This design comes from an exercise in tuning for a short achievable clock period and few clock cycles per item on the open sky130 flow, not from production work.
The RTL of this run was laid out without a check of its function.
Power figures rest on the tool's default switching activity, not on a simulated workload.

==> flow/design.v <==
module tm_policer (
    input  wire        clk,
    input  wire        rst,
    input  wire        req_valid,
    output wire        req_ready,
    input  wire        req_write,          
    input  wire [2:0]  req_index,
    input  wire [31:0] req_time,
    input  wire [13:0] req_len,
    input  wire [1:0]  req_colour,
    input  wire [27:0] req_cir,
    input  wire [23:0] req_cbs,
    input  wire [27:0] req_pir,
    input  wire [23:0] req_pbs,
    input  wire [1:0]  req_mode,
    input  wire        req_colour_aware,
    input  wire        req_red_drop,
    output reg         rsp_valid,
    output reg  [1:0]  rsp_colour,
    output reg         rsp_drop,
    output reg         rsp_refused
);
    localparam [27:0] UNSHAPED = 28'hFFF_FFFF;
    localparam [1:0]  GREEN = 2'd0, YELLOW = 2'd1, RED = 2'd2;
    integer i;
    reg        rdy;
    assign req_ready = rdy;
    reg        rst_q;
    always @(posedge clk) rst_q <= rst;
    reg        v0;
    reg        w0;
    reg [2:0]  idx0;
    reg [31:0] t0;
    reg [13:0] len0;
    reg [1:0]  col0;
    reg [27:0] cir0, pir0;
    reg [23:0] cbs0, pbs0;
    reg [1:0]  mode0;
    reg        caw0, rd0;
    always @(posedge clk) begin
        rdy   <= !rst;
        v0    <= !rst && req_valid && rdy;
        w0    <= req_write;
        idx0  <= req_index;
        t0    <= req_time;
        len0  <= req_len;
        col0  <= req_colour;
        cir0  <= req_cir;
        cbs0  <= req_cbs;
        pir0  <= req_pir;
        pbs0  <= req_pbs;
        mode0 <= req_mode;
        caw0  <= req_colour_aware;
        rd0   <= req_red_drop;
    end
    reg [27:0] cir  [0:7];
    reg [23:0] cbs  [0:7];
    reg [27:0] pir  [0:7];
    reg [23:0] pbs  [0:7];
    reg [1:0]  mode [0:7];
    reg        caw  [0:7];
    reg        rdrop[0:7];
    reg [31:0] t_last[0:7];
    wire [27:0] o_cir   = cir[idx0];
    wire [23:0] o_cbs   = cbs[idx0];
    wire [27:0] o_pir   = pir[idx0];
    wire [23:0] o_pbs   = pbs[idx0];
    wire [1:0]  o_mode  = mode[idx0];
    wire        o_caw   = caw[idx0];
    wire        o_rdrop = rdrop[idx0];
    wire [31:0] o_t     = t_last[idx0];
    wire        t_later = t0 > o_t;
    wire [31:0] dt_0    = t_later ? (t0 - o_t) : 32'd0;
    wire        refused_0 = (mode0 != 2'd3) && (cbs0 == 24'd0 || pbs0 == 24'd0);
    reg        v1, w1, ref1;
    reg [2:0]  idx1;
    reg [13:0] len1;
    reg [1:0]  col1;
    reg [31:0] dt1;
    reg [27:0] ocir1, opir1;
    reg [23:0] ocbs1, opbs1, ncbs1, npbs1;
    reg [1:0]  omode1;
    reg        modechg1, ocaw1, ordrop1;
    always @(posedge clk) begin
        if (rst) v1 <= 1'b0;
        else     v1 <= v0;
        if (rst_q) begin
            for (i = 0; i < 8; i = i + 1) begin
                cir[i]    <= 28'd0;
                cbs[i]    <= 24'd0;
                pir[i]    <= 28'd0;
                pbs[i]    <= 24'd0;
                mode[i]   <= 2'd3;
                caw[i]    <= 1'b0;
                rdrop[i]  <= 1'b0;
                t_last[i] <= 32'd0;
            end
        end else begin
            if (v0) begin
                if (w0) begin
                    if (!refused_0) begin
                        cir[idx0]    <= cir0;
                        cbs[idx0]    <= cbs0;
                        pir[idx0]    <= pir0;
                        pbs[idx0]    <= pbs0;
                        mode[idx0]   <= mode0;
                        caw[idx0]    <= caw0;
                        rdrop[idx0]  <= rd0;
                        t_last[idx0] <= t0;
                    end
                end else if (o_mode != 2'd3 && t_later) begin
                    t_last[idx0] <= t0;
                end
            end
        end
        w1       <= w0;
        ref1     <= w0 && refused_0;
        idx1     <= idx0;
        len1     <= len0;
        col1     <= col0;
        dt1      <= dt_0;
        ocir1    <= o_cir;
        opir1    <= o_pir;
        ocbs1    <= o_cbs;
        opbs1    <= o_pbs;
        ncbs1    <= cbs0;
        npbs1    <= pbs0;
        omode1   <= o_mode;
        modechg1 <= mode0 != o_mode;
        ocaw1    <= o_caw;
        ordrop1  <= o_rdrop;
    end
    reg        v2, w2, ref2;
    reg [2:0]  idx2;
    reg [13:0] len2;
    reg [1:0]  col2;
    reg [35:0] ppc0, ppc1, ppc2, ppc3, ppe0, ppe1, ppe2, ppe3;
    reg [27:0] ocir2, opir2;
    reg [23:0] ocbs2, opbs2, ncbs2, npbs2;
    reg [1:0]  omode2;
    reg        modechg2, ocaw2, ordrop2;
    always @(posedge clk) begin
        if (rst) v2 <= 1'b0;
        else     v2 <= v1;
        w2       <= w1;
        ref2     <= ref1;
        idx2     <= idx1;
        len2     <= len1;
        col2     <= col1;
        ppc0     <= ocir1 * dt1[7:0];
        ppc1     <= ocir1 * dt1[15:8];
        ppc2     <= ocir1 * dt1[23:16];
        ppc3     <= ocir1 * dt1[31:24];
        ppe0     <= opir1 * dt1[7:0];
        ppe1     <= opir1 * dt1[15:8];
        ppe2     <= opir1 * dt1[23:16];
        ppe3     <= opir1 * dt1[31:24];
        ocir2    <= ocir1;
        opir2    <= opir1;
        ocbs2    <= ocbs1;
        opbs2    <= opbs1;
        ncbs2    <= ncbs1;
        npbs2    <= npbs1;
        omode2   <= omode1;
        modechg2 <= modechg1;
        ocaw2    <= ocaw1;
        ordrop2  <= ordrop1;
    end
    wire [59:0] prod_c = {24'd0, ppc0} + {16'd0, ppc1, 8'd0} + {8'd0, ppc2, 16'd0} + {ppc3, 24'd0};
    wire [59:0] prod_e = {24'd0, ppe0} + {16'd0, ppe1, 8'd0} + {8'd0, ppe2, 16'd0} + {ppe3, 24'd0};
    reg        v3, w3, ref3;
    reg [2:0]  idx3;
    reg [13:0] len3;
    reg [1:0]  col3;
    reg [44:0] pc3, pe3;
    reg [27:0] ocir3, opir3;
    reg [23:0] ocbs3, opbs3, ncbs3, npbs3;
    reg [1:0]  omode3;
    reg        modechg3, ocaw3, ordrop3;
    always @(posedge clk) begin
        if (rst) v3 <= 1'b0;
        else     v3 <= v2;
        w3       <= w2;
        ref3     <= ref2;
        idx3     <= idx2;
        len3     <= len2;
        col3     <= col2;
        pc3      <= (|prod_c[59:44]) ? {1'b1, 44'd0} : {1'b0, prod_c[43:0]};
        pe3      <= (|prod_e[59:44]) ? {1'b1, 44'd0} : {1'b0, prod_e[43:0]};
        ocir3    <= ocir2;
        opir3    <= opir2;
        ocbs3    <= ocbs2;
        opbs3    <= opbs2;
        ncbs3    <= ncbs2;
        npbs3    <= npbs2;
        omode3   <= omode2;
        modechg3 <= modechg2;
        ocaw3    <= ocaw2;
        ordrop3  <= ordrop2;
    end
    reg [43:0] lvl_c [0:7];
    reg [43:0] lvl_e [0:7];
    wire        mw_4    = w3 && !ref3;                  
    wire        live_4  = w3 ? !ref3 : (omode3 != 2'd3);
    wire        shr_c4  = ocir3 != UNSHAPED;            
    wire        shr_e4  = opir3 != UNSHAPED;
    wire        sh_c4   = shr_c4 && live_4 && omode3 != 2'd3;    
    wire        sh_e4   = shr_e4 && live_4 && omode3 != 2'd3;
    wire [44:0] peff_c4 = sh_c4 ? pc3 : 45'd0;
    wire [44:0] peff_e4 = sh_e4 ? pe3 : 45'd0;
    wire [45:0] ocap_c4 = {2'd0, ocbs3, 20'd0};
    wire [45:0] ocap_e4 = {2'd0, opbs3, 20'd0};
    wire [45:0] ncap_c4 = {2'd0, ncbs3, 20'd0};
    wire [45:0] ncap_e4 = {2'd0, npbs3, 20'd0};
    wire [45:0] u4      = {12'd0, len3, 20'd0};
    wire [45:0] sub_c4  = w3 ? ncap_c4 : u4;
    wire [45:0] sub_e4  = w3 ? ncap_e4 : u4;
    wire [1:0]  cin_4  = (col3 == 2'd3) ? RED : col3;
    wire [1:0]  ceff_4 = ocaw3 ? cin_4 : GREEN;
    wire        cir0_4 = ocir3 == 28'd0;
    wire        pir0_4 = opir3 == 28'd0;
    reg        v4, w4, ref4, mw4, modechg4, rd4;
    reg [2:0]  idx4;
    reg [1:0]  omode4, cin4;
    reg [44:0] pc4, pe4;
    reg [45:0] dc4, de4, bc4, be4;    
    reg [43:0] k1c4, k1e4, k2c4, k2e4;
    reg        sh_c, sh_e, shr_c, shr_e, capu_c, capu_e;
    reg        m0_red, m0_yel, m1_g, m1_y, m2_ok;
    reg [43:0] pre_c, pre_e;
    always @(posedge clk) begin
        if (rst) v4 <= 1'b0;
        else     v4 <= v3;
        w4       <= w3;
        ref4     <= ref3;
        mw4      <= mw_4;
        modechg4 <= modechg3;
        rd4      <= ordrop3;
        idx4     <= idx3;
        omode4   <= live_4 ? omode3 : 2'd3;
        cin4     <= cin_4;
        pc4      <= peff_c4;
        pe4      <= peff_e4;
        dc4      <= {1'b0, peff_c4} - ocap_c4 - 46'd1;
        de4      <= {1'b0, peff_e4} - ocap_e4 - 46'd1;
        bc4      <= {1'b0, peff_c4} - sub_c4;
        be4      <= {1'b0, peff_e4} - sub_e4;
        k1c4     <= w3 ? ncap_c4[43:0] : ocap_c4[43:0];
        k1e4     <= w3 ? ncap_e4[43:0] : ocap_e4[43:0];
        k2c4     <= w3 ? ((ocap_c4 < ncap_c4) ? ocap_c4[43:0] : ncap_c4[43:0])
                       : (ocap_c4[43:0] - u4[43:0]);
        k2e4     <= w3 ? ((ocap_e4 < ncap_e4) ? ocap_e4[43:0] : ncap_e4[43:0])
                       : (ocap_e4[43:0] - u4[43:0]);
        sh_c     <= sh_c4;
        sh_e     <= sh_e4;
        shr_c    <= shr_c4;
        shr_e    <= shr_e4;
        capu_c   <= ocap_c4 >= u4;
        capu_e   <= ocap_e4 >= u4;
        m0_red   <= ceff_4 == RED || pir0_4;
        m0_yel   <= ceff_4 == YELLOW || cir0_4;
        m1_g     <= ceff_4 == GREEN && !cir0_4;
        m1_y     <= ceff_4 != RED && !pir0_4;
        m2_ok    <= !cir0_4;
    end
    wire [43:0] l_c = pre_c;
    wire [43:0] l_e = pre_e;
    wire [44:0] a_c = {1'b0, l_c} + pc4;
    wire [44:0] a_e = {1'b0, l_e} + pe4;
    wire [45:0] b_c = {2'b0, l_c} + bc4;
    wire [45:0] b_e = {2'b0, l_e} + be4;
    wire [45:0] d_c = {2'b0, l_c} + dc4;
    wire [45:0] d_e = {2'b0, l_e} + de4;
    wire ovr_c  = sh_c && !d_c[45];       
    wire ovr_e  = sh_e && !d_e[45];
    wire bpos_c = !b_c[45];
    wire bpos_e = !b_e[45];
    wire has_c  = !shr_c || (ovr_c ? capu_c : bpos_c);
    wire has_e  = !shr_e || (ovr_e ? capu_e : bpos_e);
    reg [1:0] m_colour;
    reg       m_drop, tk_c, tk_e;
    always @(*) begin
        m_colour = cin4;
        m_drop   = 1'b0;
        tk_c     = 1'b0;
        tk_e     = 1'b0;
        case (omode4)
            2'd0: begin
                if (m0_red || !has_e) begin
                    m_colour = RED;
                end else if (m0_yel || !has_c) begin
                    m_colour = YELLOW;
                    tk_e     = 1'b1;
                end else begin
                    m_colour = GREEN;
                    tk_c     = 1'b1;
                    tk_e     = 1'b1;
                end
                m_drop = (m_colour == RED) && rd4;
            end
            2'd1: begin
                if (m1_g && has_c) begin
                    m_colour = GREEN;
                    tk_c     = 1'b1;
                end else if (m1_y && has_e) begin
                    m_colour = YELLOW;
                    tk_e     = 1'b1;
                end else begin
                    m_colour = RED;
                end
                m_drop = (m_colour == RED) && rd4;
            end
            2'd2: begin
                if (m2_ok && has_c) begin
                    tk_c = 1'b1;
                end else begin
                    m_drop = 1'b1;
                end
            end
            default: ;
        endcase
    end
    wire take_c = tk_c && shr_c && !w4;
    wire take_e = tk_e && shr_e && !w4;
    wire k1_c = mw4 ? (modechg4 || (!ovr_c && bpos_c)) : (!take_c && ovr_c);
    wire k2_c = mw4 ? (!modechg4 && ovr_c) : (take_c && ovr_c);
    wire sb_c = !mw4 && take_c && !ovr_c;
    wire k1_e = mw4 ? (modechg4 || (!ovr_e && bpos_e)) : (!take_e && ovr_e);
    wire k2_e = mw4 ? (!modechg4 && ovr_e) : (take_e && ovr_e);
    wire sb_e = !mw4 && take_e && !ovr_e;
    wire [43:0] n_c = k1_c ? k1c4 : k2_c ? k2c4 : sb_c ? b_c[43:0] : a_c[43:0];
    wire [43:0] n_e = k1_e ? k1e4 : k2_e ? k2e4 : sb_e ? b_e[43:0] : a_e[43:0];
    wire fwd = v4 && (idx4 == idx3);
    always @(posedge clk) begin
        pre_c <= fwd ? n_c : lvl_c[idx3];
        pre_e <= fwd ? n_e : lvl_e[idx3];
        if (rst_q) begin
            for (i = 0; i < 8; i = i + 1) begin
                lvl_c[i] <= 44'd0;
                lvl_e[i] <= 44'd0;
            end
        end else if (v4) begin
            lvl_c[idx4] <= n_c;
            lvl_e[idx4] <= n_e;
        end
        if (rst) rsp_valid <= 1'b0;
        else     rsp_valid <= v4;
        rsp_colour  <= w4 ? 2'd0 : m_colour;
        rsp_drop    <= w4 ? 1'b0 : m_drop;
        rsp_refused <= w4 && ref4;
    end
endmodule
==> flow/flow/run.sh <==
#!/bin/bash
# Standard layout, with timing repair asked to leave setup slack of at least
# SETUP_SLACK_MARGIN ns at the design's clock period, so that the paths are
# optimised well below the period.
set -euo pipefail
MARGIN=${MARGIN:-16.5}
bash standard.sh SETUP_SLACK_MARGIN=$MARGIN finish > standard_flow.log 2>&1
==> flow/standard.sh <==
#!/bin/bash
# synth_recipe.tcl (not shown) runs the flow's synth.tcl, then flattens the netlist and writes it again
# the make line also repeats each setting of config.mk as NAME=value (left out here)
make -C /OpenROAD-flow-scripts/flow DESIGN_CONFIG=/design/flow/config.mk WORK_HOME=/design/flow/orfs CLKGATE_MAP_FILE= SYNTH_SCRIPT=/design/flow/synth_recipe.tcl "${@:-finish}"
==> flow/config.mk <==
export PLATFORM = sky130hd
export DESIGN_NAME = tm_policer
export DESIGN_NICKNAME = tm_policer
export VERILOG_FILES = /design/flow/design.v
export SDC_FILE = /design/flow/constraint.sdc
export NUM_CORES = 4
export LEC_CHECK = 0
export CAP_MARGIN = 20
export CORE_MARGIN = 2
export CORE_UTILIZATION = 40
export PLACE_DENSITY = 0.6
export SLEW_MARGIN = 20
==> flow/constraint.sdc <==
create_clock -name core_clock -period 22.0 [get_ports {clk}]
set_input_delay 4.4000 -clock core_clock [delete_from_list [all_inputs] [get_ports {clk}]]
set_output_delay 4.4000 -clock core_clock [all_outputs]
set_load 0.01 [all_outputs]
==> flow_summary.toml <==
[logic_synthesis]
synth-edff-count = 1824
ys.flop_type = "edfxtp_1"
synth.distinct_cells = 103
yosys_warnings = 1
synthArstFlopShare = 0
netlist_area_um2 = 191500
ys_ff_latch = 3379
post_synth.cell_area_avg_um2 = 10.99
ys_seq_area_frac = 0.4485
syn_inst = 17420
synthesis.nets = 19980

[run]
cap_violations = 1

[setup_path]
path_depth = 1
worstPathArrival_ns = 1.39
startpoint = "rdy"
crit-reg2reg-capture = "ppe0[30]"
crit_end = "req_ready"
slowest_delay_ns = 0.32
cp_num_buf_inv = 1
endpoint_kind = "output port"
cp_max_fo = 2
cp_data_required_time_ns = 17.60
ff2ff_setup_slack_ns = 16.35
start_kind = "flop"
crit_chain = "buf_6"
reg2reg_from = "opir1[2]"
path_class = "flop to output port"
critPathSlowestCell = "dfxtp_2"
ff2ff_path_depth = 21
path_delay_family = "flip-flops"

[routing]
drt_iter0_markers = 12700
wl_per_cell_um = 24.92
num_vias = 133700
drt-total-wl_mm = 606.5
routed_via_density = 5.492
drt-pass1-iter-count = 7
drc = 0
drt.antenna.violating_nets = 0

[die]
core.rowCount = 254
coreArea_um2 = 477700
fp.dieW_um = 696.0
io_pins = 169
start_util = 0.4010
floorplan.die_area_um2 = 484400
die_h_um = 696.0

[sta]
hold_viol_final = 0
fin_crit_ns = 5.794
slew_headroom = -0.03530
maxSlewViolCount = 22
fmax_ghz = 0.1726
skew_ns = 0.07605
tightest_slew_ns = 1.553
finalCritPeriodShare = 0.2634
setup_viol = 0
rsz0062_at_grt = "yes"
tns_ns = 0

[grt]
grt_use_total = 0.2413
first_global_vias = 133800
grt_max_degree = 171
overflow = 0
grt_pass1_wl_mm = 877.8
antenna_found_initial = 56

[place]
hpwl_mm = 382.6
routabilityCongestion = 0.9398
portBuffers = 168

[clock_network]
root_buffer = "clkbuf_16"
cts_tree = "yes"
cts_buffers = 346
clock_path_buffers = 4
cts_max_level = 5
cts_sinks = 3379
insertion_delay_ns = 1.01
postCtsHoldBufs = 0
clk_pin_slew_ns = 0.06

[status]
outcome = "complete, but fails checks"
so_faults = "max-capacitance violations, max-slew violations"

[layout]
fin_util = 0.4601
drive_gt1_frac = 0.1109
fin_nets = 20150
area_delta_synth_final_pct = 14.76
nFillCells = 43430

[power]
power_mw = 21.27
pwr_density_cell_nw_per_um2 = 96.76
max-vdd-ir-drop_mv = 0.1183
p_leak_nw = 87.44

[min_path]
hp-class = "flop to flop"
## where the power goes
part / internal, mW / switching (mW) / total (mW)
Sequential: 7.19 / 0.391 / 7.58
Clock: 3.54 / 2.64 / 6.18
Combinational: 2.79 / 4.71 / 7.51
## Yosys cell counts, types with 37 or more instances
library cell | instances | area (um2)
a22o_1 | 40 | 350.3
ha_1 | 1056 | 13210
mux2i_1 | 81 | 810.8
buf_1 | 56 | 210.2
a211oi_1 | 74 | 555.5
a21boi_0 | 40 | 300.3
xor2_1 | 173 | 1515
nor2_1 | 1516 | 5690
o31ai_1 | 37 | 277.8
nor3_1 | 136 | 680.7
and3_1 | 86 | 538.0
and2_1 | 1716 | 10740
nand4_1 | 191 | 1195
a31oi_1 | 58 | 362.9
a221oi_1 | 37 | 324.1
mux4_2 | 176 | 3964
o21bai_1 | 55 | 412.9
fa_1 | 1337 | 26770
a21o_1 | 295 | 2215
nand3_1 | 144 | 720.7
xnor2_1 | 377 | 3302
dfxtp_1 | 1555 | 31130
o211ai_1 | 45 | 337.8
o21ai_0 | 472 | 2362
edfxtp_1 | 1824 | 54770
nand2_1 | 1652 | 6201
clkbuf_1 | 796 | 2988
o21a_1 | 103 | 773.2
a21oi_1 | 601 | 3008
nor2b_1 | 94 | 588.1
or3_1 | 53 | 331.6
inv_1 | 1327 | 4981
a22oi_1 | 501 | 3761
nor4_1 | 58 | 362.9
mux2_2 | 98 | 1104
nand2b_1 | 106 | 663.1
## repair_timing
item / CTS / global route
cloned: 42 / 41
endpoints found under the setup margin: 1262 / 1269
gates resized for setup: 480 / 459
pin swaps: 145 / 236
setup buffers: 119 / 114
## cells by family after synthesis
| logic type | after synthesis | share of synthesized area |
|---|---|---|
| DFF | 3379 | 0.4485 |
| AOI/OAI and AO/OA | 2647 | 0.09229 |
| xor gates and xnor gates | 550 | 0.02515 |
| and+or+nand+nor | 5886 | 0.1501 |
| muxes | 365 | 0.03173 |
| adders and majority gates | 2393 | 0.2087 |
| buffers and inverters | 2203 | 0.04345 |
## how the worst min path moves through the flow
stage	startpoint	to	slack [ns]	depth (start not counted)
floorplan	col0[0]	col1[0]	0.31	0
global placement	len1[5]	len2[5]	0.31	0
global route	opir2[26]	opir3[26]	0.31	0
finish	ncbs2[8]	ncbs3[8]	0.31	0
CTS	ncbs2[8]	ncbs3[8]	0.31	0
detailed placement	len1[4]	len2[4]	0.31	0
## per-stage QoR
| step | instance area (um2) | setup WS [ns] | hold WS, ns | instances |
|---|---|---|---|---|
| 2_1_floorplan | 191600 | 16.40 | 0.3096 | 17420 |
| 3_3_place_gp | 200000 | 15.42 | 0.3100 | 23330 |
| 3_5_place_dp | 200000 | 15.40 | 0.3121 | 23330 |
| 4_1_cts | 216000 | 16.12 | 0.3093 | 24130 |
| 5_1_grt | 219700 | 16.13 | 0.3057 | 24320 |
| 6_report | 219800 | 16.21 | 0.3063 | 24340 |
## placed cells by master (no fill, tap or decap), types with 102 or more instances in the layout
cell type        Yosys  final
a21o_1             295    286
a21oi_1            601    551
a22oi_1            501    501
and2_1            1716   1672
buf_4                4    288
clkbuf_16            0    378
clkdlybuf4s50_1      0    162
dfxtp_1           1555   1500
edfxtp_1          1824   1824
fa_1              1337   1320
ha_1              1056    989
inv_1             1327   1299
mux4_2             176    176
nand2_1           1652   1625
nand3_1            144    137
nand4_1            191    191
nor2_1            1516   1500
nor3_1             136    120
o21a_1             103    102
o21ai_0            472    424
xnor2_1            377    372
xor2_1             173    171
## sequential cells by signal, indices dropped and copies added (netlist names), 36 cells and up
name	cells
dc4	46
pre_e	44
pc3	45
t_last	256
bc4	46
ppe3	36
de4	46
pe3	45
ppc2	36
lvl_c	352
ppc1	36
pbs	192
be4	46
cbs	192
ppe2	36
pir	224
ppe0	36
pre_c	44
ppe1	36
cir	224
ppc0	36
lvl_e	352
ppc3	36
## final cells by class
type	count	area [um2]	share of cell area
Antenna cell	53	132.6	0.0006034
Clock buffer	471	9891	0.04500
Clock inverter	168	1999	0.009097
Inverter	1327	4981	0.02266
Multi-Input combinational cell	11870	100700	0.4579
Sequential cell	3379	86080	0.3916
Tap cell	6400	8008	0.03643
Timing Repair Buffer	673	8049	0.03662
## routing by layer
metal / track usage / wire, um / vias to the layer above
met2: 0.3943 / 280800 / 5110
met1: 0.3250 / 252600 / 67630
li1: - / - / 59830
met3: 0.03147 / 44750 / 1091
met4: 0.09631 / 28290 / 14
met5: 0 / 100 / -

port drivers added, routing unchanged:
Ports are ideal in the flow. The routed layout listed here was re-timed in OpenROAD.
Step 1: set_driving_cell puts a clkbuf_16 on clk and a buf_2 on each other input, an assumption about the parent block.
Step 2 moves the port delays by t, midway between the first and last clock arrival at a register: inputs arrive t later, outputs are due t later. That takes back most of the time a late clock gives input paths.
Three values: ideal ports, drivers, drivers and shift; two values: the first two.
t (ns): 1.101
slack for setup (ns): 16.206 / 16.075 / 16.209
pins driven straight from the clock port: 1
The setup slack of this run moves by -0.131 ns with the drivers and by +0.003 ns with both steps.
